Background: an optimization exercise with open tools, aiming at small area, a short achievable clock period and few clock cycles. Do not read the settings as production practice.
Only simulation tests tie the RTL to the original design; equivalence was not proved.
Power figures rest on the tool's default switching activity, not on a simulated workload.

==> flow/design.v <==
module chk_unit (
    input  wire        clk,
    input  wire        rst,
    input  wire        cfg_enable,
    input  wire        cfg_restart,
    input  wire [6:0]  cfg_width,
    input  wire [63:0] cfg_poly,
    input  wire [63:0] cfg_init,
    input  wire [63:0] cfg_xorout,
    input  wire        cfg_refin,
    input  wire        cfg_refout,
    input  wire [1:0]  cfg_mode,
    input  wire        cfg_scope,
    input  wire [1:0]  cfg_fold_mode,
    input  wire [63:0] cfg_fold_tag,
    input  wire [63:0] cfg_expect,
    input  wire        clr_mismatch_hist,
    input  wire        in_valid,
    output wire        in_ready,
    input  wire [7:0]  in_data,
    input  wire        in_first,
    input  wire        in_last,
    input  wire [63:0] in_tag,
    output reg         item_done,
    output reg  [63:0] result,
    output reg         st_enabled,
    output reg         st_mismatch,
    output reg         st_mismatch_hist,
    output reg  [31:0] items,
    output reg  [31:0] mismatches,
    output reg  [63:0] last_bad
);
    reg         feed;        
    reg         pre;         
    reg         tact;        
    reg  [2:0]  tcnt;        
    reg         fin;         
    reg  [7:0]  byte_q;
    reg         v_q;         
    reg         l_q;         
    reg  [6:0]  s_width;
    reg  [5:0]  s_rsh;       
    reg  [63:0] s_poly;
    reg  [63:0] s_xorout;
    reg         s_refin;
    reg         s_refout;
    reg  [1:0]  s_mode;
    reg  [1:0]  s_fold;
    reg         s_scope;
    reg  [63:0] s_tag;
    reg  [63:0] cmpv;        
    reg  [2:0]  held;
    reg  [63:0] crc;
    reg         rdy_o;
    reg         nrdy;
    wire        rdy = ~nrdy;
    assign in_ready = rdy_o;
    wire start = cfg_enable & (cfg_restart | ~st_enabled);
    wire kill  = ~cfg_enable | cfg_restart | ~st_enabled;
    wire acc   = in_valid & rdy;
    reg  cap;                
    reg  rdy_n, feed_n, pre_n, tact_n;
    always @* begin
        rdy_n  = rdy;
        feed_n = feed;
        pre_n  = 1'b0;
        tact_n = tact;
        if (kill) begin
            feed_n = 1'b0;
            tact_n = 1'b0;
            pre_n  = start;
            rdy_n  = ~start;
        end else if (pre) begin
            tact_n = s_scope & (cfg_fold_mode == 2'd1);
            rdy_n  = ~(s_scope & (cfg_fold_mode == 2'd1));
        end else if (tact) begin
            if (tcnt == 3'd7) begin
                tact_n = 1'b0;
                rdy_n  = ~(v_q & l_q);
            end
        end else begin
            if (acc) begin
                if (in_first) begin
                    feed_n = ~in_last;
                    if (cfg_fold_mode != 2'd0 && !s_scope) begin
                        tact_n = 1'b1;
                        rdy_n  = 1'b0;
                    end else
                        rdy_n  = ~in_last;
                end else if (feed & in_last) begin
                    feed_n = 1'b0;
                    rdy_n  = 1'b0;
                end
            end
            if (v_q & l_q)
                rdy_n = 1'b1;
        end
    end
    wire [2:0]  nb    = s_width[5:3];
    wire        full  = (held == nb);
    wire        m2    = (s_mode == 2'd2);
    wire [7:0]  tbyte = s_tag[{tcnt, 3'b000} +: 8];
    wire [7:0]  dbyte = tact ? tbyte : (m2 ? cmpv[7:0] : byte_q);
    wire        dstep = v_q & ~tact;
    wire        step  = tact | (dstep & (~m2 | full));
    function [7:0] win;
        input [63:0] v;
        input [6:0]  w;
        reg   [38:0] a5;
        reg   [22:0] a4;
        reg   [14:0] a3;
        reg   [10:0] a2;
        reg   [8:0]  a1;
        reg   [7:0]  a0;
        begin
            a5 = w[5] ? v[62:24] : {v[30:0], 8'd0};
            a4 = w[4] ? a5[38:16] : a5[22:0];
            a3 = w[3] ? a4[22:8]  : a4[14:0];
            a2 = w[2] ? a3[14:4]  : a3[10:0];
            a1 = w[1] ? a2[10:2]  : a2[8:0];
            a0 = w[0] ? a1[8:1]   : a1[7:0];
            win = w[6] ? v[63:56] : a0;
        end
    endfunction
    wire [7:0]  xc = win(crc, s_width);       
    wire [7:0]  xp = win(s_poly, s_width);    
    reg  [7:0]  b;
    reg  [7:0]  f;
    reg  [63:0] nx;
    reg  [63:0] mask;
    reg         t;
    integer     i, j;
    always @* begin
        for (i = 0; i < 8; i = i + 1)
            b[i] = s_refin ? dbyte[i] : dbyte[7 - i];
        for (i = 0; i < 8; i = i + 1) begin
            t = xc[7 - i] ^ b[i];
            for (j = 0; j < i; j = j + 1)
                t = t ^ (f[j] & xp[8 - i + j]);
            f[i] = t;
        end
        for (i = 0; i < 64; i = i + 1)
            mask[i] = (s_width > i);
        nx = crc << 8;
        for (i = 0; i < 8; i = i + 1)
            nx = nx ^ ({64{f[i]}} & (s_poly << (7 - i)));
    end
    reg  [63:0] rev;
    always @* for (i = 0; i < 64; i = i + 1) rev[i] = crc[63 - i];
    wire [63:0] tcrc      = s_refout ? (rev >> s_rsh) : (crc & mask);
    wire [63:0] res       = tcrc ^ s_xorout;
    wire        compared  = (s_mode != 2'd0);
    wire        bad       = compared & (res != cmpv);
    wire [31:0] items_inc = items + {31'd0, ~&items};
    always @(posedge clk) begin
        if (cap) begin
            s_width  <= cfg_width;
            s_rsh    <= 6'd0 - cfg_width[5:0];
            s_poly   <= cfg_poly;
            s_xorout <= cfg_xorout;
            s_refin  <= cfg_refin;
            s_refout <= cfg_refout;
            s_mode   <= cfg_mode;
            s_fold   <= cfg_fold_mode;
            s_tag    <= (cfg_fold_mode == 2'd2) ? in_tag : cfg_fold_tag;
        end
        if (start)
            s_scope <= cfg_scope;
        if (cap & (pre | ~s_scope))
            crc <= cfg_init;
        else if (step)
            crc <= nx;
        if (cap) begin
            cmpv <= (cfg_mode == 2'd2) ? 64'd0 : cfg_expect;
            held <= 3'd0;
        end else if (dstep & m2) begin
            for (i = 0; i < 4; i = i + 1)
                if (i == nb - 3'd1)
                    cmpv[8*i +: 8] <= byte_q;
                else if (i < nb - 3'd1)
                    cmpv[8*i +: 8] <= cmpv[8*i + 8 +: 8];
            if (!full)
                held <= held + 3'd1;
        end
        if (rdy) begin
            byte_q <= in_data;
            l_q    <= in_last;
        end
        if (tact)
            tcnt <= tcnt + 3'd1;
        else
            tcnt <= 3'd0;
        if (rst) begin
            nrdy    <= 1'b0;
            rdy_o   <= 1'b1;
            cap     <= 1'b1;
            feed    <= 1'b0;
            pre     <= 1'b0;
            tact    <= 1'b0;
            v_q     <= 1'b0;
            fin     <= 1'b0;
            s_scope <= 1'b0;
        end else begin
            nrdy  <= ~rdy_n;
            rdy_o <= rdy_n;
            cap  <= pre_n | (rdy_n & ~feed_n);
            feed <= feed_n;
            pre  <= pre_n;
            tact <= tact_n;
            fin  <= dstep & l_q & ~kill;
            if (kill)
                v_q <= 1'b0;
            else if (rdy)
                v_q <= acc & (in_first | feed);
            else
                v_q <= v_q & tact;
        end
        if (rst) begin
            item_done        <= 1'b0;
            result           <= 64'd0;
            st_enabled       <= 1'b0;
            st_mismatch      <= 1'b0;
            st_mismatch_hist <= 1'b0;
            items            <= 32'd0;
            mismatches       <= 32'd0;
            last_bad         <= 64'd0;
        end else begin
            st_enabled <= cfg_enable;
            item_done  <= fin;
            if (fin) begin
                result <= res;
                if (compared)
                    st_mismatch <= bad;
            end
            if (start)
                items <= 32'd0;
            else if (fin)
                items <= items_inc;
            if (fin & bad) begin
                mismatches <= mismatches + {31'd0, ~&mismatches};
                last_bad   <= (s_fold == 2'd2) ? s_tag : {32'd0, items_inc};
            end
            st_mismatch_hist <= (fin & bad) | (st_mismatch_hist & ~clr_mismatch_hist);
        end
    end
endmodule
==> flow/config.mk <==
export PLATFORM = sky130hd
export DESIGN_NAME = chk_unit
export DESIGN_NICKNAME = chk_unit
export VERILOG_FILES = /design/flow/design.v
export SDC_FILE = /design/flow/constraint.sdc
export NUM_CORES = 4
export LEC_CHECK = 0
export CAP_MARGIN = 20
export CORE_MARGIN = 2
export CORE_UTILIZATION = 60
export CTS_CLUSTER_DIAMETER = 60
export CTS_CLUSTER_SIZE = 16
export PLACE_DENSITY = 0.7
export SLEW_MARGIN = 20
==> flow/constraint.sdc <==
create_clock -name core_clock -period 25.0 [get_ports {clk}]
set_input_delay 5.0000 -clock core_clock [delete_from_list [all_inputs] [get_ports {clk}]]
set_output_delay 5.0000 -clock core_clock [all_outputs]
set_load 0.01 [all_outputs]
standard.sh (not shown) runs the stock make flow with config.mk's settings and CLKGATE_MAP_FILE= SYNTH_SCRIPT=/design/flow/synth_recipe.tcl, a recipe that flattens the netlist after the stock synthesis.
==> flow/flow/run.sh <==
#!/bin/bash
# The standard layout (standard.sh), with two changes to how it is made:
# port buffers are the small sky130 buffer instead of the delay buffer the
# resizer picks, and timing repair aims for a period below the clock period.
# The clock, its period and the I/O constraints are the standard flow's, unchanged.
set -euo pipefail
export BUFFER_PORTS_ARGS="-buffer_cell sky130_fd_sc_hd__buf_1"
export SETUP_SLACK_MARGIN=18.7
bash standard.sh > standard.log 2>&1
Testbench counts at the start, summed over its fixed seeds: cycles 68,466.
Next try:
--- a/flow/flow/run.sh
+++ b/flow/flow/run.sh
@@ -6,4 +6,4 @@
 set -euo pipefail
 export BUFFER_PORTS_ARGS="-buffer_cell sky130_fd_sc_hd__buf_1"
-export SETUP_SLACK_MARGIN=18.7
+export SETUP_SLACK_MARGIN=18.9
 bash standard.sh > standard.log 2>&1
--- a/flow/config.mk
+++ b/flow/config.mk
@@ -8,7 +8,7 @@
 export CAP_MARGIN = 20
 export CORE_MARGIN = 2
-export CORE_UTILIZATION = 60
-export CTS_CLUSTER_DIAMETER = 60
-export CTS_CLUSTER_SIZE = 16
-export PLACE_DENSITY = 0.7
+export CORE_UTILIZATION = 50
+export CTS_CLUSTER_DIAMETER = 100
+export CTS_CLUSTER_SIZE = 24
+export PLACE_DENSITY = 0.6
 export SLEW_MARGIN = 20
Result: The new run went through all stages and came out clean; core utilization fell by 8.2 points; routed wire length rose by 9.4%; clock-buffer cell count fell by 20; worst hold slack is worse by 0.0040 ns; clock skew rose by 0.0095 ns; die area rose by 20%; sequential cell count stays the same; maximum frequency rose by 2.4%; global-route usage fell by 3.9 points; synthesized cell count stays the same; combinational power rose by 13%.
Next try:
--- a/flow/flow/run.sh
+++ b/flow/flow/run.sh
@@ -6,4 +6,4 @@
 set -euo pipefail
 export BUFFER_PORTS_ARGS="-buffer_cell sky130_fd_sc_hd__buf_1"
-export SETUP_SLACK_MARGIN=18.9
+export SETUP_SLACK_MARGIN=18.7
 bash standard.sh > standard.log 2>&1
--- a/flow/config.mk
+++ b/flow/config.mk
@@ -9,6 +9,6 @@
 export CORE_MARGIN = 2
 export CORE_UTILIZATION = 50
-export CTS_CLUSTER_DIAMETER = 100
-export CTS_CLUSTER_SIZE = 24
+export CTS_CLUSTER_DIAMETER = 60
+export CTS_CLUSTER_SIZE = 16
 export PLACE_DENSITY = 0.6
 export SLEW_MARGIN = 20
The changed run completed without violations.
Synthesized area stays the same.
Setup slack gets worse by 0.15 ns.
Global-route usage falls by 1.3 points.
Register-to-register slack hardly moves.
Core utilization went down by 3.1 points.
Cell count goes down by 1.4%.
Maximum frequency drops by 2.4%.
Total power drops by about 4.4%.
Wire length came out lower by about 4%.
Clock power grows by about 30%.
Next try:
--- a/flow/flow/run.sh
+++ b/flow/flow/run.sh
@@ -6,4 +6,4 @@
 set -euo pipefail
 export BUFFER_PORTS_ARGS="-buffer_cell sky130_fd_sc_hd__buf_1"
-export SETUP_SLACK_MARGIN=18.7
+export SETUP_SLACK_MARGIN=18.5
 bash standard.sh > standard.log 2>&1
Sequential power is about the same.
Combinational power drops by about 2%.
Die area stays the same.
Core utilization drops by 0.25 points.
Non-clock buffer count drops by 3.
Critical path depth is unchanged.

[afterwards: timing with drivers on the ports]
How much do the figures lean on ideal ports? The routed layouts below were timed once more, with nothing changed but the port constraints.
Step 1 (the two cells are an assumption about what drives the block):
set clk [get_ports {clk}]
set_driving_cell -lib_cell sky130_fd_sc_hd__clkbuf_16 $clk
set_driving_cell -lib_cell sky130_fd_sc_hd__buf_2 [delete_from_list [all_inputs] $clk]
Step 2 also shifts input and output timing later by t, the mid clock arrival at the registers, as if the neighbouring blocks saw the same clock.
a / b / c = ideal / step 1 / step 2; a / b = the first two.
run | t, ns | setup slack, ns | worst setup path after step 2 | clock arrival spread, ns | worst data-port slew with drivers (ns)
the first run | 0.700 | 18.726 / 18.654 / 18.228 | input to register | 0.037 / 0.037 | 0.11
the second run | 0.685 | 18.876 / 18.807 / 18.343 | input to register | 0.046 / 0.046 | 0.15
the third run | 0.722 | 18.729 / 18.652 / 18.242 | input to register | 0.040 / 0.041 | 0.12
the fourth run | 0.716 | 18.593 / 18.520 / 18.244 | input to register | 0.041 / 0.041 | 0.13
After both steps every run listed still meets setup and hold. For the second run, which loses most, drivers alone change the setup slack by -0.069 ns; drivers and shift together by -0.533 ns.
